Context: an optimization exercise on an open-source flow, tuned for small area, a short achievable clock period and few clock cycles per item. The choices shown serve that exercise and are no tape-out recipe.
In this exercise RTL edits were held to simulation tests only and were not proved equivalent to the original.
Power and IR drop assume default switching activity.

`design/flow/design.v`:
```
module stream_filter (
    input  wire        clk,
    input  wire        rst,          
    input  wire        cfg_we,
    input  wire [31:0] cfg_wdata,
    output wire [31:0] cfg_rdata,
    output reg         cfg_err,
    input  wire        in_valid,
    input  wire [31:0] in_data,
    output wire        in_ready,
    output reg         out_valid,
    output reg  [31:0] out_val,
    output reg         out_emit
);
    localparam [2:0] F_NONE = 3'd0,
                     F_AVG  = 3'd1,
                     F_MED3 = 3'd2,
                     F_IIR  = 3'd3;
    localparam NST = 3;
    function integer nsteps(input integer s);
        nsteps = (s == 3) ? 11 : 10;
    endfunction
    function [37:0] add38(input [37:0] a, input [37:0] b, input ci);
        reg c;
        integer i;
        begin
            c = ci;
            for (i = 0; i < 38; i = i + 1) begin
                add38[i] = a[i] ^ b[i] ^ c;
                c = (a[i] & b[i]) | (a[i] & c) | (b[i] & c);
            end
        end
    endfunction
    function ge32(input [31:0] a, input [31:0] b);
        reg [31:0] p, q;
        reg c;
        integer i;
        begin
            p = a ^ 32'h8000_0000;
            q = ~(b ^ 32'h8000_0000);
            c = 1'b1;
            for (i = 0; i < 32; i = i + 1)
                c = (p[i] & q[i]) | (p[i] & c) | (q[i] & c);
            ge32 = c;
        end
    endfunction
    reg [2:0] filter;
    reg [6:0] param;
    reg [7:0] decim;
    reg       bat_en;
    reg       policy;
    assign cfg_rdata = {6'd0, policy, bat_en, decim, 1'b0, param, 5'd0, filter};
    wire [2:0] w_filter = cfg_wdata[2:0];
    wire [6:0] w_param  = cfg_wdata[14:8];
    wire [7:0] w_decim  = cfg_wdata[23:16];
    wire pz_lo   = ~|w_param[3:0];
    wire pz_hi   = ~|w_param[6:4];
    wire p_zero  = pz_lo & pz_hi;
    wire p_iir   = pz_hi & ~pz_lo;
    wire p_avg   = (w_param[6] & ~|w_param[5:0]) | (~w_param[6] & |w_param[5:1]);
    wire w_ok    = |w_decim & ~w_filter[2] &
                   ((~w_filter[0] & p_zero) | (w_filter[0] & ~w_filter[1] & p_avg) |
                    (w_filter[0] & w_filter[1] & p_iir));
    wire cfg_take = cfg_we && w_ok;
    always @(posedge clk) begin
        if (rst) begin
            filter  <= F_NONE;
            param   <= 7'd0;
            decim   <= 8'd1;
            bat_en  <= 1'b0;
            policy  <= 1'b0;
            cfg_err <= 1'b0;
        end else begin
            cfg_err <= cfg_we && !w_ok;
            if (cfg_take) begin
                filter <= w_filter;
                param  <= w_param;
                decim  <= w_decim;
                bat_en <= cfg_wdata[24];
                policy <= cfg_wdata[25];
            end
        end
    end
    reg  [2:0] c_filter;
    reg  [6:0] c_param;
    always @(posedge clk) begin
        c_filter <= filter;
        c_param  <= param;
    end
    wire       f_avg  = (c_filter == F_AVG);
    wire       f_med  = (c_filter == F_MED3);
    wire       f_iir  = (c_filter == F_IIR);
    wire [5:0] ring_m = f_avg ? c_param[5:0] - 6'd1 : f_med ? 6'd3 : 6'd0;    
    wire [6:0] cap    = f_avg ? c_param : 7'd3;  
    wire [3:0] kk     = c_param[3:0];            
    reg  [5:0] rot;                  
    reg        nrdy;                 
    reg        rdy_o;                
    assign in_ready = rdy_o;
    wire take = in_valid && !nrdy;   
    reg  [31:0] r0;
    reg  [31:0] s1  [0:0];
    reg  [31:0] s2  [0:1];
    reg  [31:0] s4  [0:3];
    reg  [31:0] s8  [0:7];
    reg  [31:0] s16 [0:15];
    reg  [31:0] s32 [0:31];
    wire [31:0] o1 = ring_m[0] ? s1[0]   : r0;
    wire [31:0] o2 = ring_m[1] ? s2[1]   : o1;
    wire [31:0] o3 = ring_m[2] ? s4[3]   : o2;
    wire [31:0] o4 = ring_m[3] ? s8[7]   : o3;
    wire [31:0] o5 = ring_m[4] ? s16[15] : o4;
    wire [31:0] o6 = ring_m[5] ? s32[31] : o5;    
    integer i;
    always @(posedge clk) begin
        r0     <= take ? in_data : o6;
        s1[0]  <= r0;
        s2[0]  <= o1;
        s4[0]  <= o2;
        s8[0]  <= o3;
        s16[0] <= o4;
        s32[0] <= o5;
        s2[1]  <= s2[0];
        for (i = 1; i < 4;  i = i + 1) s4[i]  <= s4[i-1];
        for (i = 1; i < 8;  i = i + 1) s8[i]  <= s8[i-1];
        for (i = 1; i < 16; i = i + 1) s16[i] <= s16[i-1];
        for (i = 1; i < 32; i = i + 1) s32[i] <= s32[i-1];
    end
    reg clr;                         
    wire [5:0] rot_nxt = (take || rot >= ring_m) ? 6'd0 : rot + 6'd1;
    wire       rdy_nxt = (rot_nxt == 6'd0);
    wire       rdy_d   = rdy_nxt || rst || clr;
    always @(posedge clk) begin
        rot   <= (rst || clr) ? 6'd0 : rot_nxt;
        nrdy  <= !(rdy_d || cfg_take);
        rdy_o <= rdy_d || cfg_take;
    end
    reg                v1;           
    reg  [6:0]         ncnt;         
    reg  [37:0]        acc;          
    reg  [7:0]         dcnt;         
    reg                bc;           
    always @(posedge clk) begin
        if (rst)
            v1 <= 1'b0;
        else
            v1 <= take;
        clr <= rst || cfg_take;
    end
    wire [31:0] x     = r0;
    wire [37:0] x38   = {{6{x[31]}}, x};
    wire        full  = (ncnt == cap);
    wire        first = (ncnt == 7'd1);
    reg         ci_iir;          
    always @(posedge clk)
        ci_iir <= (filter == F_IIR);
    wire [37:0] sum   = add38(x38, acc, ci_iir);
    wire [3:0]  sh    = first ? 4'd0 : kk;
    wire [32:0] st0   = sum[32:0];
    wire [32:0] st1   = sh[0] ? {st0[32],      st0[32:1]} : st0;
    wire [32:0] st2   = sh[1] ? {{2{st1[32]}}, st1[32:2]} : st1;
    wire [32:0] st3   = sh[2] ? {{4{st2[32]}}, st2[32:4]} : st2;
    wire [32:0] st4   = sh[3] ? {{8{st3[32]}}, st3[32:8]} : st3;
    wire [37:0] minu  = f_iir ? acc : sum;
    wire [37:0] subt  = f_iir ? {{5{st4[32]}}, st4} : (full ? {{6{o6[31]}}, o6} : 38'd0);
    wire [37:0] nacc  = add38(minu, ~subt, 1'b1);
    wire [31:0] b  = s1[0];
    wire [31:0] c  = s2[0];
    wire        ab = ge32(x, b);
    wire        ac = ge32(x, c);
    wire        lt2 = (ncnt[6:2] == 5'd0) && !(ncnt[1] && ncnt[0]);    
    wire [31:0] med = (!f_med || lt2 || ab != ac) ? x : (bc == ab) ? b : c;
    wire [5:0]  nm1   = ncnt[5:0] - 6'd1;        
    wire [37:0] sumr  = add38(sum, {32'd0, nm1}, 1'b0);
    wire [31:0] y     = f_iir ? ~nacc[31:0] : med;
    wire [37:0] w     = f_avg ? (sum[37] ? sumr : sum) : {{6{y[31]}}, y};
    wire [5:0]  dm1   = f_avg ? nm1 : 6'd0;      
    wire emit_now = (dcnt + 8'd1 == decim);
    always @(posedge clk) begin
        if (clr) begin
            ncnt <= 7'd1;
            acc  <= 38'd0;
            dcnt <= 8'd0;
        end else if (v1) begin
            if (!full)
                ncnt <= ncnt + 7'd1;
            acc  <= nacc;
            dcnt <= emit_now ? 8'd0 : dcnt + 8'd1;
        end
        if (v1)
            bc <= ab;
    end
    function [36:0] steps;           
        input [5:0]  rem;
        input [30:0] w;              
        input [5:0]  nm;             
        input        ng;             
        input integer k;
        reg   [6:0]  t, cy;
        reg   [5:0]  e;
        reg          q;
        integer j, i;
        begin
            for (j = 0; j < k; j = j + 1) begin
                t     = {rem, w[30]};
                cy[0] = 1'b0;
                for (i = 0; i < 6; i = i + 1) begin
                    e[i]    = nm[i] ^ cy[i];
                    cy[i+1] = (t[i] & nm[i]) | (t[i] & cy[i]) | (nm[i] & cy[i]);
                end
                q   = t[6] | cy[6];
                w   = {w[29:0], q ^ ng};
                rem = q ? (t[5:0] ^ e) : t[5:0];
            end
            steps = {rem, w};
        end
    endfunction
    reg        dv [1:NST];
    reg  [5:0] dr [1:NST];
    reg [30:0] dw [1:NST];
    reg  [5:0] dn [1:NST];
    reg        dg [1:NST];           
    reg        de [1:NST];           
    always @(posedge clk) begin
        if (rst)
            dv[1] <= 1'b0;
        else
            dv[1] <= v1;
        {dr[1], dw[1]} <= w[36:0];
        dn[1] <= ~dm1;
        dg[1] <= w[37];
        de[1] <= emit_now && bat_en;
    end
    genvar g;
    generate
        for (g = 2; g <= NST; g = g + 1) begin : stage
            wire [36:0] s = (g == 2) ? steps(dr[1] ^ {6{dg[1]}}, dw[1] ^ {31{dg[1]}}, dn[1], dg[1], nsteps(1))
                                     : steps(dr[g-1], dw[g-1], dn[g-1], dg[g-1], nsteps(g-1));
            always @(posedge clk) begin
                if (rst)
                    dv[g] <= 1'b0;
                else
                    dv[g] <= dv[g-1];
                {dr[g], dw[g]} <= s;
                dn[g] <= dn[g-1];
                dg[g] <= dg[g-1];
                de[g] <= de[g-1];
            end
        end
    endgenerate
    wire [36:0] sl  = steps(dr[NST], dw[NST], dn[NST], dg[NST], nsteps(NST));
    wire [31:0] res = {dg[NST], sl[30:0]};
    always @(posedge clk) begin
        if (rst) begin
            out_valid <= 1'b0;
            out_val   <= 32'd0;
            out_emit  <= 1'b0;
        end else begin
            out_valid <= dv[NST];
            out_emit  <= dv[NST] && de[NST];
            if (dv[NST])
                out_val <= res;
        end
    end
endmodule
```
`design/flow/flow/run.sh`:
```
#!/bin/bash
# Layout: the standard flow (standard.sh), with the port buffers that
# ORFS's placement step adds made sky130_fd_sc_hd__buf_2 cells. Everything
# else, synthesis included, is the standard flow unchanged.
set -euo pipefail
export BUFFER_PORTS_ARGS="-buffer_cell sky130_fd_sc_hd__buf_2"
bash standard.sh finish > standard_flow.log 2>&1
```
`design/flow/standard.sh`:
```
#!/bin/bash
# synth_recipe.tcl (not shown) runs the flow's synth.tcl, then flattens the netlist and writes it again
# the make line also repeats each setting of config.mk as NAME=value (left out here)
make -C /OpenROAD-flow-scripts/flow DESIGN_CONFIG=/design/flow/config.mk WORK_HOME=/design/flow/orfs CLKGATE_MAP_FILE= SYNTH_SCRIPT=/design/flow/synth_recipe.tcl "${@:-finish}"
```
`design/flow/config.mk`:
```
export PLATFORM = sky130hd
export DESIGN_NAME = stream_filter
export DESIGN_NICKNAME = stream_filter
export VERILOG_FILES = /design/flow/design.v
export SDC_FILE = /design/flow/constraint.sdc
export NUM_CORES = 4
export LEC_CHECK = 0
export ABC_AREA = 1
export CAP_MARGIN = 0
export CORE_MARGIN = 2
export CORE_UTILIZATION = 60
export CTS_BUF_LIST = sky130_fd_sc_hd__clkbuf_8
export CTS_CLUSTER_DIAMETER = 50
export CTS_CLUSTER_SIZE = 16
export PLACE_DENSITY = 0.75
export SLEW_MARGIN = 0
```
`design/flow/constraint.sdc`:
```
create_clock -name core_clock -period 120.0 [get_ports {clk}]
set_input_delay 24.0000 -clock core_clock [delete_from_list [all_inputs] [get_ports {clk}]]
set_output_delay 24.0000 -clock core_clock [all_outputs]
set_load 0.01 [all_outputs]
```
==> metrics.md, run 1 <==
| Metric | Value |
|---|---|
| HP Class | flip-flop to flip-flop |
| CTS Buf Count | 180 |
| Pwr dens | 24.5 mW/mm^2 |
| Layout cells sized above 1 | 9.20% |
| First-pass GRT wire length | 182 mm |
| Final std cells w/o fill | 7062 |
| Initial Util | 60.5% |
| CP Data Required Time | 96.00 ns |
| Fin crit share | 21.3% |
| Drt pass-1 iters | 7 |
| Root buf cell | clkbuf_8 |
| Worst slew pin tran | 1.22 ns |
| Min setup slack post-route | 94.45 ns |
| Max-slew violations | 0 |
| Ports | 136 |
| Clock Skews | 0.0415 ns |
| P_sw | 0.000510 W |
| CP arrival | 1.55 ns |
| Initial antenna violation count | 10 |
| Ys async rst share | 0% |
| Die X | 335 um |
| Most area-consuming cells after synthesis | dfxtp_1 (71%), fa_1 (6.7%), nand2_1 (4.9%), o21ai_0 (2.4%), inv_1 (2.4%) |
| Port bufs | 111 |
| Yosys reg bits | 2316 |
| FMAX | 0.0391 GHz |
| Largest delay share family, worst path | flip-flops |
| Cell Area, Placed | 0.0677 mm^2 |
| DP Wirelength | 75.7 mm |
| Drt total wl | 112 mm |
| Final Hold Viols | 0 |
| Finish-stage setup viols | 0 |
| Internal power | 0.00123 W |
| Flop pwr share | 57.2% |
| Maxcap violations | 0 |
| Core area | 0.109 mm^2 |
| GPL Wtd Cong | 0.889 |
| Worst ir drop on vdd | 18.5 uV |
| Gr ovfl total | 0 |
| Fillers | 7926 |
| Synth cell types | 53 |
| Vias in the first global route | 34600 |
| Via density | 4.94 |
| CTS clk-pin slew, worst paths | 0.10 ns |
| Crit-path cells | buf_2 |
| Max incr delay on CP | 0.44 ns |
| Via count | 34900 |
| CP endpoint kind | output pin |
| Comb power frac | 20.4% |
| DRT iter0 DRCs | 2452 |
| Postcts setup bufs | 0 |
| Gr usage total | 20.5% |
| Die Y | 335 um |
| Unrepaired setup endpoints after global routing | no |
| Slew HR | 18.6% |
| Slowest CP cell | dfxtp_1 |
| Yosys top cell by area | dfxtp_1 |
| Mapped Area | 0.0657 mm^2 |
| Top-area cell type share of the netlist area | 70.5% |
| Post-synth EDFFs | 1 |
| Routed len/inst | 15.9 um |
| Clock sink count | 2316 |
| Buf/Inv on CP | 1 |
| Final #Nets | 5962 |
| Mapped Avg Cell Area | 12.1 um^2 |
| Leak pwr | 31.5 nW |
| Area of the multi-input gates | 0.0171 mm^2 |
| CP max FO | 3 |
| Largest net degree at the start of global routing | 92 |
| Clock latency on the worst-skew pair | 0.88 ns |
| Fin util | 65.1% |
| Outcome | finished clean |
| Synth Flop Type | dfxtp_1 |
| Htree depth | 4 |
| Sequential cell area | 0.0464 mm^2 |
| CTS tree | done |
| Post_cts resized | 0 |
| YS warnings | 13 |
| Dpl ws | 94.11 ns |
| TNS Setup | 0 ns |
| Synth-to-layout area growth | 7.71% |
| Detail Route Antenna Nets | 0 |
| Synth top cells by count | dfxtp_1 (2315), nand2_1 (866), inv_1 (414), o21ai_0 (314), nor2_1 (244) |
| Worst Setup Path Type | flip-flop to output pin |
| Die area | 0.112 mm^2 |
| Nature of the critical path startpoint | flip-flop |
| Finished Cell Area | 0.0708 mm^2 |
| Clock network fraction of design power | 22.4% |
| CTS max path bufs | 3 |
| Fin crit period | 25.55 ns |
| Standard-cell row count | 121 |
| Syn Inst Count | 5428 |
| Net Sw Frac | 29.4% |
| Residual DRC count | 0 |
| Placed cells | 6823 |
| Cts hold-fix bufs | 0 |
| Most frequent cell after synthesis | dfxtp_1 |
| Seq/Total Area, Yosys | 70.5% |
==> kinds of logic (layout without fill, tap and decap cells) <==
group	Yosys count	after routing	synth area share [%]
xor gates and xnor gates	93	93	1.24
other	1	16	0.00570
muxes	162	162	2.62
and+or+nand+nor	1340	1340	8.29
buffers and inverters	601	806	3.59
DFF	2316	2316	70.5
adders and majority gates	303	303	8.28
AOI/OAI and AO/OA	612	612	5.42
==> cells in the final DEF, fill, tap and decap left out, types with 10 or more instances in the layout <==
master	instances
dfxtp_1	2313
nand2_1	863
inv_1	420
o21ai_0	314
nor2_1	240
fa_1	220
clkbuf_8	186
nand3_1	161
buf_2	111
mux2i_1	91
a21oi_1	87
xor2_1	84
ha_1	83
mux2_2	68
o22ai_1	54
o211ai_1	44
a31oi_1	35
a22o_1	27
nand2_2	25
buf_4	25
inv_2	13
conb_1	12
nand4_1	11
nand2_4	10
==> path summary, 6_finish.rpt <==
kind	from	end	slack [ns]	cells after the start
worst max register to register	dn[2][2]	dr[3][0]	95.35	91
worst min-delay path	s32[21][28]	s32[22][28]	0.30	0
worst max-delay path	param[3]	cfg_rdata[11]	94.45	1
worst min register to register	s32[21][28]	s32[22][28]	0.30	0
==> power by group through the flow <==
| stage | combinational [W] | clock [W] | sequential (W) |
|---|---|---|---|
| after floorplan | 0.000276 | 0 | 0.000988 |
| after global placement | 0.000334 | 0 | 0.00100 |
| after detailed placement | 0.000352 | 0 | 0.00101 |
| after CTS | 0.000353 | 0.000401 | 0.000997 |
| after global routing | 0.000409 | 0.000429 | 0.00101 |
| final | 0.000354 | 0.000389 | 0.000994 |
==> flip-flops by register name, summed over array words and instances (netlist names), 6 cells and up <==
register  count
dw           93
dcnt          8
out_val      32
rot           6
s1           32
dn           18
decim         8
dr           18
s16         512
acc          38
s32        1024
s2           64
ncnt          7
param         7
s8          256
c_param       7
r0           32
s4          128
==> metrics by stage <==
stage	hold slack, ns	power [W]
floorplan	0.310	0.00126
global placement	0.310	0.00134
detailed placement	0.312	0.00136
CTS	0.282	0.00175
global route	0.282	0.00185
finish	0.297	0.00174
==> cell type report <==
cell class / instances / share of cell area [%]
Antenna cell: 4 / 0.0141
Clock buffer: 186 / 3.62
Clock inverter: 49 / 0.795
Inverter: 435 / 2.32
Multi-Input combinational cell: 2522 / 24.2
Sequential cell: 2316 / 65.5
Tap cell: 1414 / 2.50
Timing Repair Buffer: 136 / 1.05
==> layer usage <==
layer / GRT usage, % / share of wire, %
met5: 0 / 0
met4: 8.38 / 3.4
met3: 3.48 / 4.9
met2: 31.7 / 44
met1: 28.9 / 47
Testbench counts, summed over its fixed seeds: cycles 17,423, items 17,303.
==> run 2: changes to the inputs <==
--- a/design/flow/design.v
+++ b/design/flow/design.v
@@ -197,19 +197,19 @@
         input        ng;             
         input integer k;
-        reg   [6:0]  t, cy;
-        reg   [5:0]  e;
-        reg          q;
+        reg   [6:0]  t, d, gn, pr, nb;
+        reg   [7:0]  cy;
         integer j, i;
         begin
             for (j = 0; j < k; j = j + 1) begin
                 t     = {rem, w[30]};
+                nb    = {1'b1, nm};
+                gn    = t & nb;
+                pr    = t ^ nb;
                 cy[0] = 1'b0;
-                for (i = 0; i < 6; i = i + 1) begin
-                    e[i]    = nm[i] ^ cy[i];
-                    cy[i+1] = (t[i] & nm[i]) | (t[i] & cy[i]) | (nm[i] & cy[i]);
-                end
-                q   = t[6] | cy[6];
-                w   = {w[29:0], q ^ ng};
-                rem = q ? (t[5:0] ^ e) : t[5:0];
+                for (i = 0; i < 7; i = i + 1)
+                    cy[i+1] = gn[i] | (pr[i] & cy[i]);
+                d = pr ^ cy[6:0];
+                w   = {w[29:0], cy[7] ^ ng};
+                rem = cy[7] ? d[5:0] : t[5:0];
             end
             steps = {rem, w};
==> design/flow/flow/run.sh (replaced) <==
#!/bin/bash
# Layout: the standard flow (standard.sh) with two changes to how the
# layout is made: the port buffers that ORFS's placement step adds are
# sky130_fd_sc_hd__buf_2 cells, and clock tree synthesis adds no dummy
# loads (its other settings are config.mk's). Everything else, synthesis
# included, is the standard flow unchanged. The full output goes to
# standard_flow.log here and to ORFS's own logs under orfs/logs.
set -euo pipefail
export BUFFER_PORTS_ARGS="-buffer_cell sky130_fd_sc_hd__buf_2"
export CTS_ARGS="-sink_clustering_enable -repair_clock_nets -sink_clustering_size 16 -sink_clustering_max_diameter 50 -buf_list sky130_fd_sc_hd__clkbuf_8 -dont_use_dummy_load"
bash standard.sh finish > standard_flow.log 2>&1
==> run 2 against run 1 <==
Effect of this change:
- final cell count decreased by 1.0%
- sequential power hardly changed
- via count fell by 0.31%
- die area grew 0.16%
- sequential share of layout area is 0.45 points higher
- first-iteration DRC count shrank 14%
- critical path type unchanged
- fmax rose by 0.67%
- clock skew increased by 0.072 ns
- critical path depth unchanged
- global-route usage rose by 0.31 points
- hold slack worse by 0.022 ns
==> metrics.md, run 2 <==
| Metric | Value |
|---|---|
| Max-slew violations | 0 |
| Routed len/inst | 16.5 um |
| Layout cells sized above 1 | 9.33% |
| Syn Inst Count | 5402 |
| Final #Nets | 5951 |
| CTS max path bufs | 3 |
| Most flop-heavy register | s32 |
| DP Wirelength | 78.8 mm |
| CTS clk-pin slew, worst paths | 0.08 ns |
| CTS Buf Count | 178 |
| Mapped Avg Cell Area | 12.2 um^2 |
| Min setup slack post-route | 94.62 ns |
| TNS Setup | 0 ns |
| Cts hold-fix bufs | 0 |
| Crit-path cells | buf_2 |
| Synth-to-layout area growth | 6.80% |
| Via density | 4.98 |
| Pwr dens | 24.3 mW/mm^2 |
| Commonest non-fill, non-tap cell in the layout | dfxtp_1 |
| Gr usage total | 20.8% |
| Ports | 136 |
| CP arrival | 1.38 ns |
| Slew HR | 15.1% |
| Vias in the first global route | 34700 |
| Slowest CP cell | dfxtp_1 |
| Postcts setup bufs | 0 |
| Top-area cell type share of the netlist area | 70.4% |
| Outcome | finished clean |
| Drt pass-1 iters | 6 |
| Seq/Total Area, Yosys | 70.4% |
| Via count | 34800 |
| Routing usage on met1 | 29.5% |
| Synth cell types | 63 |
| Max reg flops | 1024 |
| Synth top cells by count | dfxtp_1 (2315), nand2_1 (864), inv_1 (421), o21ai_0 (314), fa_1 (228) |
| Final Hold Viols | 0 |
| Mapped Area | 0.0658 mm^2 |
| Most area-consuming cells after synthesis | dfxtp_1 (70%), fa_1 (6.9%), nand2_1 (4.9%), inv_1 (2.4%), o21ai_0 (2.4%) |
| Worst slew pin tran | 1.27 ns |
| Synth Flop Type | dfxtp_1 |
| Htree depth | 4 |
| Post-synth EDFFs | 1 |
| YS warnings | 13 |
| Die X | 335 um |
| Commonest cells after routing, fill and taps aside | dfxtp_1 (2314), nand2_1 (862), inv_1 (421) |
| Fin crit share | 21.1% |
| Maxcap violations | 0 |
| DRT iter0 DRCs | 2099 |
| Core area | 0.109 mm^2 |
| Initial antenna violation count | 9 |
| Largest delay share family, worst path | flip-flops |
| Root buf cell | clkbuf_8 |
| Die Y | 335 um |
| Max incr delay on CP | 0.39 ns |
| Initial Util | 60.5% |
| Yosys top cell by area | dfxtp_1 |
| CP endpoint kind | output pin |
| Clock Skews | 0.113 ns |
| HP Class | flip-flop to flip-flop |
| Leak pwr | 31.3 nW |
| FMAX | 0.0394 GHz |
| Fin util | 64.6% |
| Die area | 0.112 mm^2 |
| Ys async rst share | 0% |
| Worst ir drop on vdd | 17.2 uV |
| Standard-cell row count | 121 |
| Drt total wl | 115 mm |
| CTS tree | done |
| Clock latency on the worst-skew pair | 0.88 ns |
| Fin Hold WS | 0.275 ns |
| Post_cts resized | 0 |
| Gr ovfl total | 0 |
| Clock sink count | 2316 |
| CP Data Required Time | 96.00 ns |
| Finish-stage setup viols | 0 |
| Port bufs | 111 |
| Yosys reg bits | 2316 |
| Final std cells w/o fill | 6991 |
| Residual DRC count | 0 |
| Detail Route Antenna Nets | 0 |
| Placed cells | 6809 |
| Fin crit period | 25.38 ns |
| Nature of the critical path startpoint | flip-flop |
| Buf/Inv on CP | 1 |
| Largest registers | s32 (1024), s16 (512), s8 (256) |
| Most frequent cell after synthesis | dfxtp_1 |
| First-pass GRT wire length | 184 mm |
| GR Util met2 | 32.8% |
| GPL Wtd Cong | 0.931 |
| Dpl ws | 93.93 ns |
| Unrepaired setup endpoints after global routing | no |
| CP max FO | 4 |
| Met3 Usage GRT | 3.44% |
| Most Crowded Layer GR | met2 |
| Largest net degree at the start of global routing | 88 |
| Worst Setup Path Type | flip-flop to output pin |
run 2: cell count changes after synthesis, moves of 8 or more:
cell	previous run	this run
o22ai_1	54	42
mux2i_1	91	79
nand3_1	165	157
fa_1	220	228
nor2_1	244	194
a211oi_1	9	1
xor2_1	84	73
nand2_2	22	40
nand2_4	10	22
run 2: worst paths after layout:
path,cells after the start,slack (ns),startpoint,endpoint
setup / recovery,1,94.62,filter[2],cfg_rdata[2]
hold / removal,0,0.27,s32[25][20],s32[26][20]
setup reg to reg,110,94.99,dn[3][0],out_val[0]
hold reg to reg,0,0.27,s32[25][20],s32[26][20]
run 2: report_power, final:
part	switching, W	total (W)	internal, W
Combinational	0.000225	0.000364	0.000140
Clock	0.000216	0.000348	0.000132
Sequential	0.0000515	0.000995	0.000943
Total	0.000492	0.00171	0.00122
run 2: metrics by stage:
stage | power (W) | area, um^2
after floorplan | 0.00128 | 65900
after global placement | 0.00135 | 67900
after detailed placement | 0.00138 | 67900
after CTS | 0.00172 | 70300
after global routing | 0.00182 | 70300
final | 0.00171 | 70300
run 2: kinds of logic (layout without fill, tap and decap cells):
group | after synthesis | count (layout) | synth area share (%)
XOR/XNOR | 83 | 83 | 1.12
AO/OA/AOI/OAI | 625 | 625 | 5.56
other | 1 | 16 | 0.00570
adder cells (fa/ha/maj) | 308 | 308 | 8.45
AND/OR/NAND/NOR | 1315 | 1315 | 8.38
flip-flops | 2316 | 2316 | 70.4
multiplexers | 148 | 148 | 2.39
buffers and inverters | 606 | 766 | 3.65
run 2: routing by layer:
layer / wire [um] / part of all wire [%]
met5: 0 / 0
met3: 5750 / 5.0
met2: 51700 / 45
met1: 54700 / 48
met4: 2820 / 2.5
run 2: final cells by class:
class	instances	area (um^2)
sequential	2316	46400
fill	7993	38500
inverter	443	1710
clock buffer	178	2450
antenna	4	10.0
multi-input combinational	2491	17200
timing repair buffer	145	811
tap	1414	1770
Testbench counts of run 2, summed over its fixed seeds: cycles 17,423, items 17,303.
==> run 3: changes to the inputs <==
--- a/design/flow/flow/run.sh
+++ b/design/flow/flow/run.sh
@@ -8,4 +8,4 @@
 set -euo pipefail
 export BUFFER_PORTS_ARGS="-buffer_cell sky130_fd_sc_hd__buf_2"
-export CTS_ARGS="-sink_clustering_enable -repair_clock_nets -sink_clustering_size 16 -sink_clustering_max_diameter 50 -buf_list sky130_fd_sc_hd__clkbuf_8 -dont_use_dummy_load"
+export CTS_ARGS="-sink_clustering_enable -repair_clock_nets -sink_clustering_size 16 -sink_clustering_max_diameter 120 -buf_list sky130_fd_sc_hd__clkbuf_8 -dont_use_dummy_load"
 bash standard.sh finish > standard_flow.log 2>&1
--- a/design/flow/config.mk
+++ b/design/flow/config.mk
@@ -11,5 +11,5 @@
 export CORE_UTILIZATION = 60
 export CTS_BUF_LIST = sky130_fd_sc_hd__clkbuf_8
-export CTS_CLUSTER_DIAMETER = 50
+export CTS_CLUSTER_DIAMETER = 120
 export CTS_CLUSTER_SIZE = 16
 export PLACE_DENSITY = 0.75
==> run 3 against run 2 <==
Effect of this change:
- still clean on timing, DRC and antenna
- clock power decreased by 4%
- non-clock buffer count unchanged
- global-route usage decreased by 0.26 points
- critical path depth unchanged
- final area decreased by 0.31%
- synthesized area unchanged
- routed wire length decreased by 0.67%
- clock-buffer cell count decreased by 16
- sequential power about the same
- first-iteration DRC count decreased by 3.2%
- fmax about the same
- die area unchanged
==> metrics.md, run 3 <==
| Metric | Value |
|---|---|
| Via density | 4.95 |
| Synth top cells by count | dfxtp_1 (2315), nand2_1 (864), inv_1 (421), o21ai_0 (314), fa_1 (228) |
| Final #Nets | 5935 |
| FMAX | 0.0394 GHz |
| Crit-path cells | buf_2 |
| CTS Buf Count | 162 |
| Postcts setup bufs | 0 |
| CP endpoint kind | output pin |
| Most area-consuming cells after synthesis | dfxtp_1 (70%), fa_1 (6.9%), nand2_1 (4.9%), inv_1 (2.4%), o21ai_0 (2.4%) |
| Max incr delay on CP | 0.40 ns |
| Leak pwr | 31.2 nW |
| Slew HR | 17.8% |
| CP max FO | 4 |
| Slowest CP cell | dfxtp_1 |
| Synth cell types | 63 |
| Worst Setup Path Type | flip-flop to output pin |
| Unrepaired setup endpoints after global routing | no |
| Ys async rst share | 0% |
| Placed cells | 6809 |
| Vias in the first global route | 34400 |
| Htree depth | 4 |
| Nature of the critical path startpoint | flip-flop |
| Post-synth EDFFs | 1 |
| Drt pass-1 iters | 6 |
| Cell Area, Placed | 0.0679 mm^2 |
| Initial antenna violation count | 8 |
| Most frequent cell after synthesis | dfxtp_1 |
| Max-slew violations | 0 |
| Die Y | 335 um |
| Layout cells sized above 1 | 9.07% |
| CTS tree | done |
| TNS Setup | 0 ns |
| YS warnings | 13 |
| Net Sw Frac | 28.9% |
| Largest registers | s32 (1024), s16 (512), s8 (256) |
| Synth Flop Type | dfxtp_1 |
| Gr ovfl total | 0 |
| Power after layout | 0.00169 W |
| Mux contribution to synthesized area | 2.39% |
| Die X | 335 um |
| CTS max path bufs | 3 |
| Final std cells w/o fill | 6975 |
| Detail Route Antenna Nets | 0 |
| Worst ir drop on vdd | 18.1 uV |
| Yosys reg bits | 2316 |
| Commonest cells after routing, fill and taps aside | dfxtp_1 (2314), nand2_1 (862), inv_1 (421) |
| Finish-stage setup viols | 0 |
| Via count | 34500 |
| Cts hold-fix bufs | 0 |
| Fin crit period | 25.37 ns |
| Die area | 0.112 mm^2 |
| Clock Skews | 0.0915 ns |
| Worst slew pin tran | 1.23 ns |
| Internal power | 0.00120 W |
| Port bufs | 111 |
| HP Class | flip-flop to flip-flop |
| Core area | 0.109 mm^2 |
| Pwr dens | 24.2 mW/mm^2 |
| DRT iter0 DRCs | 2031 |
| Routed len/inst | 16.4 um |
| Flop pwr share | 58.7% |
| Finished Cell Area | 0.0701 mm^2 |
| Post-Synth XOR/XNOR Area | 1.12% |
| Initial Util | 60.5% |
| Buf/Inv on CP | 1 |
| Area fraction in compound gates after synthesis | 5.56% |
| Comb power frac | 21.5% |
| Synth-to-layout area growth | 6.46% |
| Clock sink count | 2316 |
| Root buf cell | clkbuf_8 |
| Fin Hold WS | 0.272 ns |
| Gr usage total | 20.6% |
| Commonest non-fill, non-tap cell in the layout | dfxtp_1 |
| Mapped Area | 0.0658 mm^2 |
| Max reg flops | 1024 |
| Clock latency on the worst-skew pair | 0.87 ns |
| Final Hold Viols | 0 |
| Outcome | finished clean |
| CP arrival | 1.37 ns |
| Simple-Gate Fraction of Synth Area | 8.38% |
| GPL Wtd Cong | 0.931 |
| P_sw | 0.000489 W |
| Maxcap violations | 0 |
| Largest family of logic cells by synthesized area | adder cells |
| Syn Inst Count | 5402 |
| Standard-cell row count | 121 |
| Fin crit share | 21.1% |
| Top-area cell type share of the netlist area | 70.4% |
| Seq/Total Area, Yosys | 70.4% |
| DP Wirelength | 78.8 mm |
| Residual DRC count | 0 |
| Largest net degree at the start of global routing | 88 |
| CP Data Required Time | 96.00 ns |
| First-pass GRT wire length | 182 mm |
| Ports | 136 |
| Post_cts resized | 0 |
| Post-Synth Adder-Cell Area | 8.45% |
| Clock network fraction of design power | 19.7% |
| Largest delay share family, worst path | flip-flops |
| CTS clk-pin slew, worst paths | 0.09 ns |
| Drt total wl | 114 mm |
| Mapped Avg Cell Area | 12.2 um^2 |
| Yosys top cell by area | dfxtp_1 |
| Most flop-heavy register | s32 |
[run 3: path summary, 6_finish.rpt]
kind              start      endpoint  slack, ns  cells past startpoint
max           filter[2]  cfg_rdata[2]      94.63                      1
min          s16[7][18]    s16[8][18]       0.27                      0
max reg2reg    dn[3][0]    out_val[0]      95.04                    110
min reg2reg  s16[7][18]    s16[8][18]       0.27                      0
[run 3: per-layer routing]
metal	wire length, um	track usage, %
met1	55400	29.4
met2	50900	32.2
met3	5540	3.53
met4	2400	6.14
met5	0	0
[run 3: kinds of logic (layout without fill, tap and decap cells)]
logic type | count (synthesis) | in the layout
adder cells (fa/ha/maj) | 308 | 308
flip-flops | 2316 | 2316
AND/OR/NAND/NOR | 1315 | 1315
AO/OA/AOI/OAI | 625 | 625
XOR/XNOR | 83 | 83
multiplexers | 148 | 148
buffers and inverters | 606 | 750
other | 1 | 16
[run 3: stage by stage]
| stage | worst slack (ns) | utilization [%] |
|---|---|---|
| after global placement | 93.99 | 62.3 |
| final | 94.63 | 64.4 |
| after CTS | 94.54 | 64.4 |
| after global routing | 93.49 | 64.4 |
| after detailed placement | 93.93 | 62.3 |
| after floorplan | 94.45 | - |
[run 3: layout make-up]
cell class | instances | area, um^2
flip-flops and latches | 2316 | 46400
diodes | 4 | 10.0
repair buffers | 145 | 811
multi-input cells | 2491 | 17200
clock buffers | 162 | 2230
inverters | 443 | 1710
well taps | 1414 | 1770
fillers | 8004 | 38800
[run 3: power groups by stage]
stage          Sequential [W]  Combinational (W)  Clock [W]
2_1_floorplan        0.000989           0.000288          0
3_3_place_gp          0.00100           0.000348          0
3_5_place_dp          0.00101           0.000367          0
4_1_cts              0.000997           0.000366   0.000344
5_1_grt               0.00101           0.000419   0.000371
6_report             0.000994           0.000365   0.000334
==> run 4: changes to the inputs <==
--- a/design/flow/flow/run.sh
+++ b/design/flow/flow/run.sh
@@ -8,4 +8,4 @@
 set -euo pipefail
 export BUFFER_PORTS_ARGS="-buffer_cell sky130_fd_sc_hd__buf_2"
-export CTS_ARGS="-sink_clustering_enable -repair_clock_nets -sink_clustering_size 16 -sink_clustering_max_diameter 120 -buf_list sky130_fd_sc_hd__clkbuf_8 -dont_use_dummy_load"
+export CTS_ARGS="-sink_clustering_enable -repair_clock_nets -sink_clustering_size 20 -sink_clustering_max_diameter 80 -buf_list sky130_fd_sc_hd__clkbuf_8 -dont_use_dummy_load"
 bash standard.sh finish > standard_flow.log 2>&1
--- a/design/flow/config.mk
+++ b/design/flow/config.mk
@@ -11,6 +11,6 @@
 export CORE_UTILIZATION = 60
 export CTS_BUF_LIST = sky130_fd_sc_hd__clkbuf_8
-export CTS_CLUSTER_DIAMETER = 120
-export CTS_CLUSTER_SIZE = 16
+export CTS_CLUSTER_DIAMETER = 80
+export CTS_CLUSTER_SIZE = 20
 export PLACE_DENSITY = 0.75
 export SLEW_MARGIN = 0
==> run 4 against run 3 <==
Effect of this change:
- clock power decreased by 6.9%
- flip-flop and latch count unchanged
- synthesized area unchanged
- sequential share of layout area is 0.33 points higher
- hold slack gained 0.015 ns
- clock-buffer cell count shrank 25
- register-to-register slack about the same
- largest cell class unchanged
==> metrics.md, run 4 <==
| Metric | Value |
|---|---|
| Hold Crit Depth | 0 |
| Ports | 136 |
| Reg2reg path depth | 110 |
| Synth cell types | 63 |
| CTS Buf Count | 137 |
| Commonest non-fill, non-tap cell in the layout | dfxtp_1 |
| Seq/Total Area, Yosys | 70.4% |
| Crit-path cells | buf_2 |
| Hold_sp | s32[20][18] |
| Flop pwr share | 59.5% |
| CTS max path bufs | 3 |
| Ys async rst share | 0% |
| Syn Inst Count | 5402 |
| R2R Path End | out_val[0] |
| Finish-stage setup viols | 0 |
| Nature of the critical path startpoint | flip-flop |
| Unrepaired setup endpoints after global routing | no |
| Clock sink count | 2316 |
| Synth Flop Type | dfxtp_1 |
| Mapped Area | 0.0658 mm^2 |
| Die Y | 335 um |
| HP Class | flip-flop to flip-flop |
| Comb power frac | 21.8% |
| YS warnings | 13 |
| Die X | 335 um |
| Maxcap violations | 0 |
| Internal power | 0.00119 W |
| Die area | 0.112 mm^2 |
| Final Hold Viols | 0 |
| Top-area cell type share of the netlist area | 70.4% |
| Slew HR | 17.0% |
| Gr usage total | 20.6% |
| Clock network fraction of design power | 18.6% |
| Reg-to-Reg Start | dn[3][0] |
| Power after layout | 0.00167 W |
| Residual DRC count | 0 |
| Standard-cell row count | 121 |
| Max incr delay on CP | 0.41 ns |
| Most frequent cell after synthesis | dfxtp_1 |
| Postcts setup bufs | 0 |
| Yosys reg bits | 2316 |
| Largest net degree at the start of global routing | 88 |
| Port bufs | 111 |
| Slowest CP cell | dfxtp_1 |
| Cts hold-fix bufs | 0 |
| CP Data Required Time | 96.00 ns |
| Clock Skews | 0.0840 ns |
| Post_cts resized | 0 |
| Initial antenna violation count | 9 |
| P_sw | 0.000483 W |
| Post-synth EDFFs | 1 |
| Largest delay share family, worst path | flip-flops |
| Clock latency on the worst-skew pair | 0.85 ns |
| Final #Nets | 5910 |
| Drt pass-1 iters | 6 |
| Gr ovfl total | 0 |
| Fin crit share | 21.2% |
| CP arrival | 1.41 ns |
| Worst ir drop on vdd | 18.1 uV |
| CP endpoint kind | output pin |
| Core area | 0.109 mm^2 |
| Drt total wl | 114 mm |
| CP Depth | 1 |
| Pwr dens | 23.9 mW/mm^2 |
| Via density | 4.96 |
| CP max FO | 4 |
| Layout cells sized above 1 | 8.66% |
| Fillers | 8077 |
| Yosys top cell by area | dfxtp_1 |
| Mapped Avg Cell Area | 12.2 um^2 |
| Htree depth | 4 |
| Via count | 34500 |
| GPL Wtd Cong | 0.931 |
| Leak pwr | 31.0 nW |
| Max-slew violations | 0 |
| Most flop-heavy register | s32 |
| TNS Setup | 0 ns |
| Commonest cells after routing, fill and taps aside | dfxtp_1 (2314), nand2_1 (862), inv_1 (421) |
| DRT iter0 DRCs | 2292 |
| FF-to-FF setup slack | 95.04 ns |
| Synth top cells by count | dfxtp_1 (2315), nand2_1 (864), inv_1 (421), o21ai_0 (314), fa_1 (228) |
| Outcome | finished clean |
| Fin crit period | 25.41 ns |
| Root buf cell | clkbuf_8 |
| Initial Util | 60.5% |
| DP Wirelength | 78.8 mm |
| Net Sw Frac | 29.0% |
| Vias in the first global route | 34100 |
| Buf/Inv on CP | 1 |
| Most area-consuming cells after synthesis | dfxtp_1 (70%), fa_1 (6.9%), nand2_1 (4.9%), inv_1 (2.4%), o21ai_0 (2.4%) |
| Worst Setup Path Type | flip-flop to output pin |
| Max reg flops | 1024 |
| CTS tree | done |
| WHS Endpoint | s32[21][18] |
| FMAX | 0.0394 GHz |
| Largest registers | s32 (1024), s16 (512), s8 (256) |
| Worst slew pin tran | 1.24 ns |
| Routed len/inst | 16.4 um |
| First-pass GRT wire length | 181 mm |
| Detail Route Antenna Nets | 0 |
| Synth-to-layout area growth | 5.94% |
| CTS clk-pin slew, worst paths | 0.11 ns |
-- run 4: per-layer routing --
| metal | global-route usage [%] | wire, um | up-vias | part of all wire, % |
|---|---|---|---|---|
| li1 | - | - | 17200 | - |
| met1 | 29.4 | 54600 | 16400 | 48 |
| met2 | 32.4 | 51100 | 745 | 45 |
| met3 | 3.35 | 5500 | 179 | 4.8 |
| met4 | 6.33 | 2640 | 0 | 2.3 |
| met5 | 0 | 0 | - | 0 |
-- run 4: stage by stage --
| stage | cells | setup WS [ns] | utilization, % | hold slack [ns] | cell area, um^2 |
|---|---|---|---|---|---|
| global placement | 6809 | 93.99 | 62.3 | 0.310 | 67900 |
| detailed placement | 6809 | 93.93 | 62.3 | 0.312 | 67900 |
| finish | 6950 | 94.59 | 64.1 | 0.287 | 69800 |
| CTS | 6946 | 94.50 | 64.1 | 0.280 | 69700 |
| floorplan | 5413 | 94.45 | - | 0.310 | 65900 |
| global route | 6948 | 93.48 | 64.1 | 0.286 | 69700 |
-- run 4: kinds of logic (layout without fill, tap and decap cells) --
group / Yosys count / after routing / share of synthesized area, %
compound gates: 625 / 625 / 5.56
xor+xnor: 83 / 83 / 1.12
fa+ha+maj: 308 / 308 / 8.45
buf+inv: 606 / 725 / 3.65
flops: 2316 / 2316 / 70.4
mux: 148 / 148 / 2.39
other cells: 1 / 16 / 0.00570
simple gates: 1315 / 1315 / 8.38
-- run 4: worst max path at each step --
stage | to | slack [ns] | from
after CTS | cfg_rdata[2] | 94.50 | filter[2]
after floorplan | decim[1] | 94.45 | cfg_wdata[14]
after detailed placement | filter[0] | 93.93 | cfg_wdata[14]
after global routing | out_val[0] | 93.48 | dn[3][0]
final | cfg_rdata[2] | 94.59 | filter[2]
after global placement | filter[0] | 93.99 | cfg_wdata[14]
-- run 4: layout make-up --
cell class,instances,area [um^2],share of cell area (%)
Clock buffer,137,1890,2.70
Timing Repair Buffer,145,811,1.16
Sequential cell,2316,46400,66.5
Tap cell,1414,1770,2.54
Antenna cell,4,10.0,0.0144
Multi-Input combinational cell,2491,17200,24.6
Inverter,443,1710,2.45
-- run 4: power by group through the flow --
stage | logic [W] | registers (W) | clock network (W)
after floorplan | 0.000288 | 0.000989 | 0
after global placement | 0.000348 | 0.00100 | 0
after detailed placement | 0.000367 | 0.00101 | 0
after CTS | 0.000366 | 0.000998 | 0.000322
after global routing | 0.000419 | 0.00101 | 0.000348
final | 0.000364 | 0.000994 | 0.000311
==> run 5: changes to the inputs <==
--- a/design/flow/flow/run.sh
+++ b/design/flow/flow/run.sh
@@ -8,4 +8,4 @@
 set -euo pipefail
 export BUFFER_PORTS_ARGS="-buffer_cell sky130_fd_sc_hd__buf_2"
-export CTS_ARGS="-sink_clustering_enable -repair_clock_nets -sink_clustering_size 20 -sink_clustering_max_diameter 80 -buf_list sky130_fd_sc_hd__clkbuf_8 -dont_use_dummy_load"
+export CTS_ARGS="-sink_clustering_enable -repair_clock_nets -sink_clustering_size 18 -sink_clustering_max_diameter 80 -buf_list sky130_fd_sc_hd__clkbuf_8 -dont_use_dummy_load"
 bash standard.sh finish > standard_flow.log 2>&1
--- a/design/flow/config.mk
+++ b/design/flow/config.mk
@@ -12,5 +12,5 @@
 export CTS_BUF_LIST = sky130_fd_sc_hd__clkbuf_8
 export CTS_CLUSTER_DIAMETER = 80
-export CTS_CLUSTER_SIZE = 20
+export CTS_CLUSTER_SIZE = 18
 export PLACE_DENSITY = 0.75
 export SLEW_MARGIN = 0
==> run 5 against run 4 <==
Effect of this change:
- critical path depth unchanged
- via count rose by 0.59%
- final area grew 0.25%
- hold slack better by 0.0022 ns
- worst setup slack lost 0.016 ns
- still clean
- clock-buffer cell count rose by 13
- sequential power about the same
- clock skew grew 0.016 ns
- core utilization up 0.16 points
- synthesized area unchanged
- combinational power about the same
- routed wire length is 0.37% higher
==> metrics.md, run 5 <==
| Metric | Value |
|---|---|
| Outcome | finished clean |
| Final #Nets | 5923 |
| Post-Synth XOR/XNOR Area | 1.12% |
| CP arrival | 1.43 ns |
| YS warnings | 13 |
| Vias in the first global route | 34200 |
| Die X | 335 um |
| Max-slew violations | 0 |
| Area fraction in compound gates after synthesis | 5.56% |
| Residual DRC count | 0 |
| Ys async rst share | 0% |
| Post-synth EDFFs | 1 |
| Most area-consuming cells after synthesis | dfxtp_1 (70%), fa_1 (6.9%), nand2_1 (4.9%), inv_1 (2.4%), o21ai_0 (2.4%) |
| Initial Util | 60.5% |
| Clock network fraction of design power | 19.2% |
| TNS Setup | 0 ns |
| CTS max path bufs | 3 |
| Flop pwr share | 59.1% |
| Maxcap violations | 0 |
| Cell Area, Placed | 0.0679 mm^2 |
| Worst ir drop on vdd | 16.4 uV |
| Largest net degree at the start of global routing | 88 |
| Most flop-heavy register | s32 |
| Max reg flops | 1024 |
| Reg-to-Reg Start | dn[3][0] |
| Nature of the critical path startpoint | flip-flop |
| Mux contribution to synthesized area | 2.39% |
| Synth cell types | 63 |
| CP endpoint kind | output pin |
| Commonest non-fill, non-tap cell in the layout | dfxtp_1 |
| R2R Path End | out_val[0] |
| Worst slew pin tran | 1.24 ns |
| Via density | 4.98 |
| Fin crit period | 25.43 ns |
| Simple-Gate Fraction of Synth Area | 8.38% |
| Reg2reg path depth | 110 |
| CTS Buf Count | 150 |
| CP max FO | 4 |
| Slew HR | 17.1% |
| Finish-stage setup viols | 0 |
| Via count | 34700 |
| Final Hold Viols | 0 |
| Most frequent cell after synthesis | dfxtp_1 |
| CTS clk-pin slew, worst paths | 0.10 ns |
| Pwr dens | 24.1 mW/mm^2 |
| Postcts setup bufs | 0 |
| Clock sink count | 2316 |
| Met3 Usage GRT | 3.36% |
| Largest registers | s32 (1024), s16 (512), s8 (256) |
| Drt total wl | 114 mm |
| Yosys reg bits | 2316 |
| Die Y | 335 um |
| Gr usage total | 20.6% |
| Routing usage on met1 | 29.5% |
| Standard-cell row count | 121 |
| Synth top cells by count | dfxtp_1 (2315), nand2_1 (864), inv_1 (421), o21ai_0 (314), fa_1 (228) |
| Largest family of logic cells by synthesized area | adder cells |
| CP Data Required Time | 96.00 ns |
| Hold_sp | s32[26][20] |
| Layout cells sized above 1 | 8.87% |
| DP Wirelength | 78.8 mm |
| Crit-path cells | buf_2 |
| GR Util met2 | 32.3% |
| Unrepaired setup endpoints after global routing | no |
| Buf/Inv on CP | 1 |
| Drt pass-1 iters | 7 |
| FMAX | 0.0393 GHz |
| First-pass GRT wire length | 182 mm |
| Core area | 0.109 mm^2 |
| Max incr delay on CP | 0.41 ns |
| Hold Crit Depth | 0 |
| Post-Synth Adder-Cell Area | 8.45% |
| P_sw | 0.000487 W |
| Syn Inst Count | 5402 |
| Cts hold-fix bufs | 0 |
| HP Class | flip-flop to flip-flop |
| Clock latency on the worst-skew pair | 0.86 ns |
| DRT iter0 DRCs | 2213 |
| Net Sw Frac | 29.0% |
| Comb power frac | 21.7% |
| Finished Cell Area | 0.0699 mm^2 |
| Htree depth | 4 |
| Commonest cells after routing, fill and taps aside | dfxtp_1 (2314), nand2_1 (862), inv_1 (421) |
| Placed cells | 6809 |
| Mapped Area | 0.0658 mm^2 |
| Synth-to-layout area growth | 6.21% |
| GPL Wtd Cong | 0.931 |
| WHS Endpoint | s32[27][20] |
| Largest delay share family, worst path | flip-flops |
| Top-area cell type share of the netlist area | 70.4% |
| Ports | 136 |
| Internal power | 0.00120 W |
| Worst Setup Path Type | flip-flop to output pin |
| Crit path from | filter[2] |
| Detail Route Antenna Nets | 0 |
| CP Depth | 1 |
| Port bufs | 111 |
| Most Crowded Layer GR | met2 |
| Seq/Total Area, Yosys | 70.4% |
| Gr ovfl total | 0 |
| Root buf cell | clkbuf_8 |
| Slowest CP cell | dfxtp_1 |
| FF-to-FF setup slack | 95.07 ns |
| Leak pwr | 31.1 nW |
| Yosys top cell by area | dfxtp_1 |
| Die area | 0.112 mm^2 |
| Post_cts resized | 0 |
| Routed len/inst | 16.4 um |
| CTS tree | done |
| Fin crit share | 21.2% |
| Clock Skews | 0.100 ns |
| Final std cells w/o fill | 6962 |
| Synth Flop Type | dfxtp_1 |
| Initial antenna violation count | 10 |
| Mapped Avg Cell Area | 12.2 um^2 |
==> run 5: cell counts after synthesis <==
No cell type changed its count.
==> run 5: routing by layer <==
layer  wire, um  up-vias
li1           -    17200
met1      54900    16600
met2      51200      722
met3       5480      181
met4       2710        0
met5          0        -
==> run 5: worst max-delay path by stage <==
stage              endpoint  slack [ns]
2_1_floorplan      decim[1]       94.45
3_3_place_gp      filter[0]       93.99
5_1_grt          out_val[0]       93.53
4_1_cts        cfg_rdata[2]       94.50
6_report       cfg_rdata[2]       94.57
3_5_place_dp      filter[0]       93.93
==> run 5: layout make-up <==
| class | count | area (um^2) |
|---|---|---|
| antenna | 3 | 7.51 |
| timing repair buffer | 145 | 811 |
| multi-input combinational | 2491 | 17200 |
| sequential | 2316 | 46400 |
| tap | 1414 | 1770 |
| inverter | 443 | 1710 |
| fill | 8059 | 38900 |
| clock buffer | 150 | 2060 |
==> run 5: through the flow <==
stage          hold WS (ns)  worst slack, ns  total power, W  util (%)
2_1_floorplan         0.310            94.45         0.00128         -
3_3_place_gp          0.310            93.99         0.00135      62.3
3_5_place_dp          0.312            93.93         0.00138      62.3
4_1_cts               0.281            94.50         0.00170      64.2
5_1_grt               0.290            93.53         0.00179      64.2
6_report              0.289            94.57         0.00168      64.2
==> run 5: logic make-up (layout without fill, tap and decap cells) <==
kind of cell	after synthesis	count (layout)
xor gates and xnor gates	83	83
DFF	2316	2316
and+or+nand+nor	1315	1315
adders and majority gates	308	308
buffers and inverters	606	738
other	1	15
AOI/OAI and AO/OA	625	625
muxes	148	148
==> run 5: power groups by stage <==
stage,combinational (W),clock [W],sequential (W)
finish,0.000365,0.000324,0.000994
global placement,0.000348,0,0.00100
CTS,0.000367,0.000335,0.000998
global route,0.000419,0.000361,0.00101
detailed placement,0.000367,0,0.00101
floorplan,0.000288,0,0.000989
==> run 6: changes to the inputs <==
--- a/design/flow/flow/run.sh
+++ b/design/flow/flow/run.sh
@@ -8,4 +8,4 @@
 set -euo pipefail
 export BUFFER_PORTS_ARGS="-buffer_cell sky130_fd_sc_hd__buf_2"
-export CTS_ARGS="-sink_clustering_enable -repair_clock_nets -sink_clustering_size 18 -sink_clustering_max_diameter 80 -buf_list sky130_fd_sc_hd__clkbuf_8 -dont_use_dummy_load"
+export CTS_ARGS="-sink_clustering_enable -repair_clock_nets -sink_clustering_size 28 -sink_clustering_buffer sky130_fd_sc_hd__clkbuf_16 -sink_clustering_max_diameter 80 -buf_list sky130_fd_sc_hd__clkbuf_8 -dont_use_dummy_load"
 bash standard.sh finish > standard_flow.log 2>&1
--- a/design/flow/config.mk
+++ b/design/flow/config.mk
@@ -12,5 +12,5 @@
 export CTS_BUF_LIST = sky130_fd_sc_hd__clkbuf_8
 export CTS_CLUSTER_DIAMETER = 80
-export CTS_CLUSTER_SIZE = 18
+export CTS_CLUSTER_SIZE = 28
 export PLACE_DENSITY = 0.75
 export SLEW_MARGIN = 0
==> run 6 against run 5 <==
Effect of this change:
- still clean on timing, DRC and antenna
- via count fell by 0.62%
- synthesized cell count did not move
- routed wire length rose by 2.4%
- power rose by 1.6%
- die area did not move
- synthesized area did not move
- register-to-register slack got worse by 0.08 ns
- first-iteration DRC count fell by 3.7%
- critical path type unchanged
- largest power group unchanged
==> metrics.md, run 6 <==
| Metric | Value |
|---|---|
| Slowest CP cell | dfxtp_1 |
| Final std cells w/o fill | 6909 |
| Finish-stage setup viols | 0 |
| Die X | 335 um |
| Reg2reg path depth | 110 |
| Port bufs | 111 |
| Die area | 0.112 mm^2 |
| Htree depth | 3 |
| Vias in the first global route | 34300 |
| Initial antenna violation count | 14 |
| Hold_sp | s16[4][22] |
| Reg-to-Reg Start | dn[3][0] |
| WHS Endpoint | s16[5][22] |
| Hold Crit Depth | 0 |
| Synth cell types | 63 |
| CTS tree | done |
| Clock latency on the worst-skew pair | 0.90 ns |
| Layout cells sized above 1 | 7.98% |
| CP arrival | 1.40 ns |
| CP max FO | 4 |
| Max-slew violations | 0 |
| Leak pwr | 31.2 nW |
| Max reg flops | 1024 |
| Ys async rst share | 0% |
| Final #Nets | 5869 |
| Pwr dens | 24.4 mW/mm^2 |
| Most area-consuming cells after synthesis | dfxtp_1 (70%), fa_1 (6.9%), nand2_1 (4.9%), inv_1 (2.4%), o21ai_0 (2.4%) |
| Most frequent cell after synthesis | dfxtp_1 |
| HP Class | flip-flop to flip-flop |
| Commonest non-fill, non-tap cell in the layout | dfxtp_1 |
| CP Data Required Time | 96.00 ns |
| Largest registers | s32 (1024), s16 (512), s8 (256) |
| CTS Buf Count | 96 |
| Standard-cell row count | 121 |
| Mapped Area | 0.0658 mm^2 |
| Clock Skews | 0.152 ns |
| Clock sink count | 2316 |
| Max incr delay on CP | 0.40 ns |
| Nature of the critical path startpoint | flip-flop |
| Fillers | 7986 |
| YS warnings | 13 |
| Via density | 4.99 |
| Placed cells | 6809 |
| Root buf cell | clkbuf_8 |
| Maxcap violations | 0 |
| Post-synth EDFFs | 1 |
| Initial Util | 60.5% |
| Mapped Avg Cell Area | 12.2 um^2 |
| Gr ovfl total | 0 |
| Most flop-heavy register | s32 |
| Final Hold Viols | 0 |
| Fin util | 64.5% |
| Worst ir drop on vdd | 17.2 uV |
| Via count | 34500 |
| Worst slew pin tran | 1.24 ns |
| TNS Setup | 0 ns |
| Largest net degree at the start of global routing | 88 |
| Power after layout | 0.00171 W |
| R2R Path End | out_val[0] |
| Synth Flop Type | dfxtp_1 |
| Yosys reg bits | 2316 |
| DP Wirelength | 78.8 mm |
| Cts hold-fix bufs | 0 |
| Syn Inst Count | 5402 |
| FMAX | 0.0394 GHz |
| DRT iter0 DRCs | 2132 |
| CTS clk-pin slew, worst paths | 0.10 ns |
| CTS max path bufs | 3 |
| Unrepaired setup endpoints after global routing | no |
| First-pass GRT wire length | 185 mm |
| Drt pass-1 iters | 6 |
| Top-area cell type share of the netlist area | 70.4% |
| Fin crit period | 25.40 ns |
| Postcts setup bufs | 0 |
| Commonest cells after routing, fill and taps aside | dfxtp_1 (2314), nand2_1 (862), inv_1 (421) |
| Area of the multi-input gates | 0.0172 mm^2 |
| CP endpoint kind | output pin |
| Largest delay share family, worst path | flip-flops |
| Fin Hold WS | 0.265 ns |
| Yosys top cell by area | dfxtp_1 |
| Buf/Inv on CP | 1 |
| Residual DRC count | 0 |
| Post_cts resized | 0 |
| GPL Wtd Cong | 0.931 |
| Core area | 0.109 mm^2 |
| Slew HR | 16.6% |
| Ports | 136 |
| Synth-to-layout area growth | 6.57% |
| Worst Setup Path Type | flip-flop to output pin |
| Die Y | 335 um |
| Sequential cell area | 0.0464 mm^2 |
| Gr usage total | 21.0% |
| Drt total wl | 117 mm |
| Seq/Total Area, Yosys | 70.4% |
| FF-to-FF setup slack | 94.99 ns |
| Routed len/inst | 16.9 um |
| Fin crit share | 21.2% |
| Outcome | finished clean |
| Synth top cells by count | dfxtp_1 (2315), nand2_1 (864), inv_1 (421), o21ai_0 (314), fa_1 (228) |
| Crit-path cells | buf_2 |
| Detail Route Antenna Nets | 0 |
-- run 6: logic make-up after synthesis --
logic type                 Yosys count  synth area share (%)
DFF                               2316                  70.4
and+or+nand+nor                   1315                  8.38
AOI/OAI and AO/OA                  625                  5.56
buffers and inverters              606                  3.65
adders and majority gates          308                  8.45
muxes                              148                  2.39
xor gates and xnor gates            83                  1.12
other                                1               0.00570
-- run 6: final cells by class --
| type | count | area share, % |
|---|---|---|
| multi-input cells | 2491 | 24.5 |
| diodes | 4 | 0.0143 |
| repair buffers | 145 | 1.16 |
| flip-flops and latches | 2316 | 66.1 |
| inverters | 443 | 2.44 |
| clock buffers | 96 | 3.28 |
| well taps | 1414 | 2.52 |
-- run 6: worst max path at each step --
stage,from,end,cells after the start,slack [ns]
finish,filter[2],cfg_rdata[2],1,94.60
global route,dn[3][0],out_val[0],110,93.45
CTS,filter[2],cfg_rdata[2],1,94.51
detailed placement,cfg_wdata[14],filter[0],10,93.93
global placement,cfg_wdata[14],filter[0],10,93.99
floorplan,cfg_wdata[14],decim[1],9,94.45
-- run 6: layer usage --
metal  share of wire [%]  routed length, um  global-route usage (%)
met1                  47              55200                    29.9
met2                  46              53700                    34.0
met3                 4.6               5370                    2.75
met4                 2.3               2680                    5.72
met5                   0                  0                       0
-- run 6: report_power, final --
part,switching (W),total [W],internal (W)
Combinational,0.000226,0.000366,0.000140
Clock,0.000213,0.000348,0.000135
Sequential,0.0000534,0.000997,0.000943
Total,0.000492,0.00171,0.00122
-- run 6: stage by stage --
| stage | setup WS, ns | cell area [um^2] |
|---|---|---|
| after global routing | 93.45 | 70200 |
| final | 94.60 | 70200 |
| after CTS | 94.51 | 70200 |
| after global placement | 93.99 | 67900 |
| after floorplan | 94.45 | 65900 |
| after detailed placement | 93.93 | 67900 |
==> run 7: changes to the inputs <==
--- a/design/flow/flow/run.sh
+++ b/design/flow/flow/run.sh
@@ -8,4 +8,4 @@
 set -euo pipefail
 export BUFFER_PORTS_ARGS="-buffer_cell sky130_fd_sc_hd__buf_2"
-export CTS_ARGS="-sink_clustering_enable -repair_clock_nets -sink_clustering_size 28 -sink_clustering_buffer sky130_fd_sc_hd__clkbuf_16 -sink_clustering_max_diameter 80 -buf_list sky130_fd_sc_hd__clkbuf_8 -dont_use_dummy_load"
+export CTS_ARGS="-sink_clustering_enable -repair_clock_nets -sink_clustering_size 22 -sink_clustering_buffer sky130_fd_sc_hd__clkbuf_16 -sink_clustering_max_diameter 80 -buf_list sky130_fd_sc_hd__clkbuf_8 -dont_use_dummy_load"
 bash standard.sh finish > standard_flow.log 2>&1
--- a/design/flow/config.mk
+++ b/design/flow/config.mk
@@ -12,5 +12,5 @@
 export CTS_BUF_LIST = sky130_fd_sc_hd__clkbuf_8
 export CTS_CLUSTER_DIAMETER = 80
-export CTS_CLUSTER_SIZE = 28
+export CTS_CLUSTER_SIZE = 22
 export PLACE_DENSITY = 0.75
 export SLEW_MARGIN = 0
==> run 7 against run 6 <==
Effect of this change:
- global-route usage is 0.37 points higher
- sequential power barely moved
- flip-flop and latch count is the same
- register-to-register slack is essentially flat
- combinational power barely moved
- clock skew down 0.012 ns
- synthesized area unchanged
- fmax down 0.12%
- routed wire length is 1.6% higher
- first-iteration DRC count shrank 2.6%
- die area stayed put
- critical path type unchanged
- largest power group unchanged
==> metrics.md, run 7 <==
| Metric | Value |
|---|---|
| Worst Setup Path Type | flip-flop to output pin |
| Clock Skews | 0.139 ns |
| CTS tree | done |
| TNS Setup | 0 ns |
| Largest registers | s32 (1024), s16 (512), s8 (256) |
| Via count | 34600 |
| Port bufs | 111 |
| GPL Wtd Cong | 0.931 |
| Most flop-heavy register | s32 |
| Synth Flop Type | dfxtp_1 |
| Buf/Inv on CP | 1 |
| Worst ir drop on vdd | 18.4 uV |
| Initial Util | 60.5% |
| FMAX | 0.0393 GHz |
| Largest delay share family, worst path | flip-flops |
| Residual DRC count | 0 |
| CP arrival | 1.43 ns |
| Slowest CP cell | dfxtp_1 |
| Commonest cells after routing, fill and taps aside | dfxtp_1 (2314), nand2_1 (862), inv_1 (421) |
| Unrepaired setup endpoints after global routing | no |
| Placed cells | 6809 |
| Drt pass-1 iters | 5 |
| Layout cells sized above 1 | 8.34% |
| Ports | 136 |
| Final std cells w/o fill | 6929 |
| Max-slew violations | 0 |
| Fin crit period | 25.43 ns |
| Largest net degree at the start of global routing | 88 |
| Root buf cell | clkbuf_8 |
| DP Wirelength | 78.8 mm |
| Max reg flops | 1024 |
| Top-area cell type share of the netlist area | 70.4% |
| Final #Nets | 5891 |
| First-pass GRT wire length | 189 mm |
| FF-to-FF setup slack | 95.00 ns |
| Clock sink count | 2316 |
| CP Data Required Time | 96.00 ns |
| Crit-path cells | buf_2 |
| Via density | 4.99 |
| Min setup slack post-route | 94.57 ns |
| Detail Route Antenna Nets | 0 |
| Pwr dens | 24.7 mW/mm^2 |
| Die Y | 335 um |
| Reg2reg path depth | 110 |
| Yosys top cell by area | dfxtp_1 |
| Max incr delay on CP | 0.40 ns |
| Routed len/inst | 17.2 um |
| Mapped Area | 0.0658 mm^2 |
| Gr usage total | 21.4% |
| Slew HR | 16.5% |
| Vias in the first global route | 34700 |
| Maxcap violations | 0 |
| Yosys reg bits | 2316 |
| Drt total wl | 119 mm |
| Leak pwr | 31.4 nW |
| Synth cell types | 63 |
| Outcome | finished clean |
| Fin crit share | 21.2% |
| Most frequent cell after synthesis | dfxtp_1 |
| Worst slew pin tran | 1.25 ns |
| Htree depth | 3 |
| CTS max path bufs | 3 |
| Seq/Total Area, Yosys | 70.4% |
| HP Class | flip-flop to flip-flop |
| CTS Buf Count | 118 |
| Gr ovfl total | 0 |
| Synth-to-layout area growth | 7.40% |
| DRT iter0 DRCs | 2077 |
| Reg-to-Reg Start | dn[3][0] |
| Clock latency on the worst-skew pair | 0.92 ns |
| Final Hold Viols | 0 |
| Synth top cells by count | dfxtp_1 (2315), nand2_1 (864), inv_1 (421), o21ai_0 (314), fa_1 (228) |
| Finish-stage setup viols | 0 |
| Commonest non-fill, non-tap cell in the layout | dfxtp_1 |
| Syn Inst Count | 5402 |
| Post-synth EDFFs | 1 |
| R2R Path End | out_val[0] |
| Die X | 335 um |
| Nature of the critical path startpoint | flip-flop |
| Cts hold-fix bufs | 0 |
| CP max FO | 4 |
| Post_cts resized | 0 |
| CTS clk-pin slew, worst paths | 0.10 ns |
| Core area | 0.109 mm^2 |
| Dpl ws | 93.93 ns |
| Die area | 0.112 mm^2 |
| Hold Crit Depth | 0 |
| WHS Endpoint | s4[1][1] |
| Postcts setup bufs | 0 |
| CP endpoint kind | output pin |
| Mapped Avg Cell Area | 12.2 um^2 |
| Hold_sp | s4[0][1] |
| Power after layout | 0.00175 W |
| YS warnings | 13 |
| Ys async rst share | 0% |
| Standard-cell row count | 121 |
| Most area-consuming cells after synthesis | dfxtp_1 (70%), fa_1 (6.9%), nand2_1 (4.9%), inv_1 (2.4%), o21ai_0 (2.4%) |
| Initial antenna violation count | 12 |
## run 7: logic make-up (layout without fill, tap and decap cells)
| kind of cell | Yosys count | after routing | synth area share (%) |
|---|---|---|---|
| flops | 2316 | 2316 | 70.4 |
| simple gates | 1315 | 1315 | 8.38 |
| compound gates | 625 | 625 | 5.56 |
| buf+inv | 606 | 706 | 3.65 |
| fa+ha+maj | 308 | 308 | 8.45 |
| mux | 148 | 148 | 2.39 |
| xor+xnor | 83 | 83 | 1.12 |
| other cells | 1 | 14 | 0.00570 |
## run 7: area by class of cell
class / count / area, um^2
multi-input cells: 2491 / 17200
well taps: 1414 / 1770
clock buffers: 118 / 2850
fillers: 7923 / 38100
diodes: 2 / 5.00
inverters: 443 / 1710
flip-flops and latches: 2316 / 46400
repair buffers: 145 / 811
## run 7: power by group
part	leakage, nW	total [W]	internal [W]	switching, W
Clock	1.41	0.000386	0.000166	0.000220
Combinational	10.6	0.000366	0.000140	0.000226
Sequential	19.4	0.000998	0.000944	0.0000545
## run 7: worst max-delay path by stage
stage | from | end | slack (ns) | depth (start not counted)
after floorplan | cfg_wdata[14] | decim[1] | 94.45 | 9
after global placement | cfg_wdata[14] | filter[0] | 93.99 | 10
after detailed placement | cfg_wdata[14] | filter[0] | 93.93 | 10
after CTS | out_val[24] | out_val[24] | 94.50 | 1
after global routing | dn[3][0] | out_val[0] | 93.46 | 110
final | filter[2] | cfg_rdata[2] | 94.57 | 1
## run 7: per-layer routing
metal,vias up,track usage (%),share of wire [%]
li1,17200,-,-
met1,16500,30.2,47
met2,722,35.0,46
met3,160,2.71,4.4
met4,0,5.72,2.0
met5,-,0,0
## run 7: metrics by stage
step	area (um^2)	hold WS, ns	utilization (%)
after floorplan	65900	0.310	-
after global placement	67900	0.310	62.3
after detailed placement	67900	0.312	62.3
after CTS	70700	0.223	65.0
after global routing	70700	0.221	65.0
final	70700	0.229	65.0

## what the ideal ports hide
Ports are ideal in the flow. The routed layouts listed here were re-timed in OpenROAD. Step 1: set_driving_cell puts a clkbuf_16 on clk and a buf_2 on each other input, an assumption about the parent block. Step 2 adds t to the input delays and takes it off the output delays; t is the mean of the earliest and latest rising clock arrival at the registers after step 1. Input paths then give back, and output paths get back, about the clock's delay inside the block. Slacks: ideal / step 1 / step 2; pairs: ideal / step 1.
| run | shift t [ns] | setup WS [ns] | worst setup path at the end |
|---|---|---|---|
| run 1 | 0.931 | 94.452 / 94.384 / 94.087 | input to register |
| run 2 | 0.883 | 94.621 / 94.554 / 93.954 | input to register |
| run 3 | 0.882 | 94.629 / 94.562 / 93.938 | input to register |
| run 4 | 0.881 | 94.589 / 94.521 / 93.964 | input to register |
| run 5 | 0.877 | 94.573 / 94.505 / 93.964 | input to register |
| run 6 | 0.891 | 94.598 / 94.530 / 93.940 | input to register |
| run 7 | 0.920 | 94.566 / 94.497 / 93.932 | input to register |
After both steps every run listed still meets setup and hold. For run 3, which loses most, drivers alone change the setup slack by -0.067 ns; drivers and shift together by -0.691 ns.
